This design comes from an exercise in tuning for small area on the open sky130 flow, not from production work.
Function was checked by simulation only, so behaviour that the tests miss may differ from the original.
Power and IR drop assume default switching activity.

==> flow/design.v (outline; a module is shown in full before it is edited, if it fits) <==
// module lane_lfsr_step: 27 lines
// module lane_rca: 18 lines
// module lane_inc: 17 lines
// module lane_acc: 12 lines
// module lane_csel: 14 lines
// module lane_top9: 15 lines
// module lane_sc_mul: 488 lines
// module lane_car: 161 lines
// module corr_lane: 414 lines
module corr_lane (
    input  wire        clk,
    input  wire        rst,         
    input  wire        cfg_we,
    input  wire [5:0]  cfg_addr,
    input  wire [31:0] cfg_wdata,
    input  wire [5:0]  rd_addr,
    output reg  [31:0] rd_data,
    input  wire        start,
    input  wire        s_valid,
    input  wire [7:0]  s_data,      
    output reg         done
);
  // ...
==> flow/run.sh <==
#!/bin/bash
# synth_recipe.tcl (not shown) runs the flow's synth.tcl, then flattens the netlist and writes it again
# the make line also repeats each setting of config.mk as NAME=value (left out here)
make -C /OpenROAD-flow-scripts/flow DESIGN_CONFIG=/design/flow/config.mk WORK_HOME=/design/flow/orfs CLKGATE_MAP_FILE= SYNTH_SCRIPT=/design/flow/synth_recipe.tcl finish
==> flow/config.mk <==
export PLATFORM = sky130hd
export DESIGN_NAME = corr_lane
export DESIGN_NICKNAME = corr_lane
export VERILOG_FILES = /design/flow/design.v
export SDC_FILE = /design/flow/constraint.sdc
export NUM_CORES = 4
export LEC_CHECK = 0
export ABC_CLOCK_PERIOD_IN_PS = 11000
export CAP_MARGIN = 20
export CORE_MARGIN = 2
export CORE_UTILIZATION = 55
export PLACE_DENSITY = 0.65
export SETUP_SLACK_MARGIN = 0.3
export SLEW_MARGIN = 20
==> flow/constraint.sdc <==
create_clock -name core_clock -period 12.0 [get_ports {clk}]
set_input_delay 2.4000 -clock core_clock [delete_from_list [all_inputs] [get_ports {clk}]]
set_output_delay 2.4000 -clock core_clock [all_outputs]
set_load 0.01 [all_outputs]
==> impl_metrics.json, run 1 <==
{
  "startpoint_type": "register",
  "clock.fmax_mhz": 87.1,
  "final_max_slew_viol_count": 0,
  "required_ns": 12.66,
  "cpPeakStageDelay_ns": 0.42,
  "run_status": "finished clean",
  "ys_top_cells_by_area": "edfxtp_1 21%, dfxtp_1 18%, ha_1 7.9%",
  "wl_mm": 375,
  "power_frac_comb": 0.555,
  "n_all_inverters": 349,
  "endpoint_kind": "register",
  "synth_top_area_frac": 0.214,
  "syn_inst": 7898,
  "io_pins": 90,
  "cts_resized": 40,
  "dp_slack_ns": -0.413,
  "grt_pass1_vias": 67100,
  "met1_usage": 0.586,
  "p_sw_w": 0.0120,
  "cts_tree": "built",
  "fin_skew_ns": 0.0406,
  "hold-path-cell-count": 0,
  "cap_violations": 0,
  "yosys.area_share.simple": 0.141,
  "nFillCells": 12000,
  "wl_met1_mm": 129,
  "routedWlPerCell_um": 37.1,
  "buffers": 477,
  "placed_area_mm2": 0.0854,
  "setup-tns-final_ns": 0,
  "yosysTopAreaCell": "edfxtp_1",
  "max_slew_margin": 0.146,
  "post_synth_most_frequent_cells": "767 x nand2_1, 713 x dfxtp_1, 576 x edfxtp_1",
  "top_regs": "acc_i x192, acc_q x192, tap_off x96",
  "die_height_um": 387,
  "drt_iter0_drc": 12600,
  "cts.path.max_buffers": 3,
  "final.period_utilization": 0.957,
  "critPathArrivalTime_ns": 12.15,
  "place_hpwl_mm": 273
}
==> run 2, diff against run 1 <==
--- a/flow/config.mk
+++ b/flow/config.mk
@@ -9,6 +9,8 @@
 export CAP_MARGIN = 20
 export CORE_MARGIN = 2
 export CORE_UTILIZATION = 55
+export CTS_CLUSTER_DIAMETER = 100
+export CTS_CLUSTER_SIZE = 20
 export PLACE_DENSITY = 0.65
 export SETUP_SLACK_MARGIN = 0.3
 export SLEW_MARGIN = 20
==> impl_metrics.json, run 2 <==
{
  "yosysTopAreaCell": "edfxtp_1",
  "port_buffers": 89,
  "hold_viol": 0,
  "die_height_um": 387,
  "avgViaCountPerCell": 7.08,
  "firstDrtPassIters": 10,
  "final_cell_mix": "763 x nand2_1, 711 x dfxtp_1, 576 x edfxtp_1",
  "io_pins": 90,
  "cts_root_buf": "clkbuf_16",
  "avgSynthCellArea_um2": 10.2,
  "die_area_mm2": 0.150,
  "dp.cells": 9760,
  "yosysMostFrequentCell": "nand2_1",
  "ys_types": 89,
  "core_area_mm2": 0.146,
  "synth-edff-count": 576,
  "critPathArrivalTime_ns": 12.13,
  "synth.net_count": 8746,
  "grt_usage": 0.484,
  "seq_area_frac_synth": 0.391,
  "required_ns": 12.62,
  "drc_errors": 0,
  "final.period_utilization": 0.959,
  "cp_max_fo": 2,
  "place_hpwl_mm": 273,
  "ant_nets": 0,
  "yosys_warnings": 7,
  "grt_max_degree": 119,
  "synthesis.area_mm2": 0.0808,
  "gp_congestion": 1.12,
  "syn_inst": 7898,
  "grt_pass1_vias": 66000,
  "drive_gt1_frac": 0.104,
  "area_growth_pct": 9.30,
  "powerDensity_mw_per_mm2": 268,
  "layout.nets": 8793,
  "fin_skew_ns": 0.0398,
  "rsz0062_at_grt": "false",
  "vias": 70400,
  "final-setup-viol-count": 0,
  "ys_top_cells_by_area": "edfxtp_1 21%, dfxtp_1 18%, ha_1 7.9%",
  "startpoint_type": "register",
  "ctsHtreeMaxLevel": 3,
  "period_needed_ns": 11.51,
  "max_slew_margin": 0.111,
  "overflow": 0,
  "timing.critical_path.slowest_stage_cell": "fa_2",
  "run_status": "finished clean",
  "cpPeakStageDelay_ns": 0.42,
  "final_common_cell": "nand2_1",
  "final_max_slew_viol_count": 0,
  "synthArstFlopShare": 0,
  "initial_core_util": 0.554,
  "cp_common_cell": "fa_2",
  "clk_pin_slew_worst_paths_ns": 0.10,
  "antenna_found_initial": 51,
  "drt_iter0_drc": 12300,
  "numCtsBuffers": 77,
  "post_synth_most_frequent_cells": "767 x nand2_1, 713 x dfxtp_1, 576 x edfxtp_1",
  "ys_seq_elements": 1289,
  "synth_flop_cell": "dfxtp_1",
  "wl_mm": 372,
  "synth_top_area_frac": 0.214,
  "cts_tree": "built",
  "worstHoldPathType": "register to register",
  "critPathKind": "register to register",
  "cts.sinks": 1289,
  "cap_violations": 0,
  "p_leak_nw": 35.2,
  "die_x_um": 387,
  "endpoint_kind": "register",
  "cts.path.max_buffers": 3,
  "grt_pass1_wl_mm": 513,
  "ir_drop_v": 0.000738,
  "top_regs": "acc_i x192, acc_q x192, tap_off x96",
  "fin_cells": 9950,
  "rows": 140,
  "hold_slack_ns": 0.326,
  "clock.fmax_mhz": 86.9,
  "worstMarginPinSlew_ns": 1.33,
  "routedWlPerCell_um": 37.4,
  "worstSkewPairLatency_ns": 0.77
}
## run 2: cell types whose count changed in the layout (fill, tap and decap cells not counted), sizes merged
cell           delta
clkbuf           -79
clkinv           -37
bufinv           -13
diode             -7
clkinvlp          -5
buf               -2
clkdlybuf4s15     -1
clkdlybuf4s50     +1
dlymetal6s2s      -1
## run 2: worst max-delay path, delay by kind of cell, from the launching register on
family          cells  cell delay [ns]
xor+xnor            1             0.16
buf+inv             1             0.16
fa+ha+maj          24             8.84
mux                 1             0.22
simple gates       13             1.51
compound gates      1             0.08
flops               1             0.41
## run 2: final timing paths
check	startpoint	slack, ns	depth (start not counted)	endpoint
worst min-delay path	dd2[0]$_DFF_P_	0.33	0	dd3[0]$_DFF_P_
worst max register to register	carr_rate[0]$_DFFE_PP_	0.49	41	carr_phase[31]$_DFF_P_
worst max-delay path	carr_rate[0]$_DFFE_PP_	0.49	41	carr_phase[31]$_DFF_P_
worst min register to register	dd2[0]$_DFF_P_	0.33	0	dd3[0]$_DFF_P_
## run 2: through the flow
stage                util  TNS [ns]  power, W  worst slack, ns  instance area (um^2)
finish              0.606         0    0.0237            0.491                 88300
detailed placement  0.586    -11.38    0.0200           -0.413                 85400
floorplan               -         0    0.0145            0.674                 80800
global route        0.605         0    0.0243            0.260                 88200
global placement    0.586     -3.13    0.0199           -0.535                 85300
CTS                 0.603         0    0.0229            0.286                 87800
## run 2: layout make-up
type | count | area (um^2)
Fill cell | 12200 | 57400
Multi-Input combinational cell | 5751 | 46600
Sequential cell | 1289 | 31600
Timing Repair Buffer | 477 | 4060
Tap cell | 1917 | 2400
Clock buffer | 118 | 2140
Inverter | 349 | 1310
Clock inverter | 12 | 159
Antenna cell | 37 | 92.6
## run 2: kinds of logic after synthesis
kind of cell    synth area share
mux                       0.0584
simple gates               0.141
xor+xnor                  0.0731
fa+ha+maj                  0.150
flops                      0.391
buf+inv                   0.0410
compound gates             0.146
## run 2: report_power, final
group,total [W],internal [W],switching (W)
clock network,0.00293,0.00128,0.00165
registers,0.00657,0.00519,0.00138
logic,0.0142,0.00562,0.00856
## run 2: repair_timing
item                                    4_1_cts  5_1_grt
gates cloned                                  2        4
pin swaps                                    15       21
gates resized for setup                      37       56
endpoints found under the setup margin      188      201
buffers inserted                              5        5
hold buffers                                  0        0
## run 2: per-layer routing
metal / up-vias / GRT usage / share of wire
li1: 28500 / - / -
met1: 34200 / 0.589 / 0.35
met2: 5824 / 0.683 / 0.40
met3: 1846 / 0.186 / 0.15
met4: 38 / 0.386 / 0.10
met5: - / 0.00829 / 0.00099

port drivers added, routing unchanged:
No port has a modelled driver above. Below, the same layouts with a new extraction and two added sets of constraints. Step 1 assumes that a clkbuf_16 drives the clock port and a buf_2 every other input. Step 2 times the ports against the registers' clock, not the clock port: input delays grow and output delays shrink by t, the midpoint of the rising clock arrivals with the driver on. a / b / c = no drivers / after step 1 / after step 2; a / b = the first two.
| run | shift t [ns] | setup WS [ns] | pins driven straight from the clock port |
|---|---|---|---|
| run 1 | 0.905 | 0.516 / 0.516 / 0.516 | 1 |
| run 2 | 0.841 | 0.491 / 0.491 / 0.491 | 1 |
After both steps every run listed still meets setup and hold.
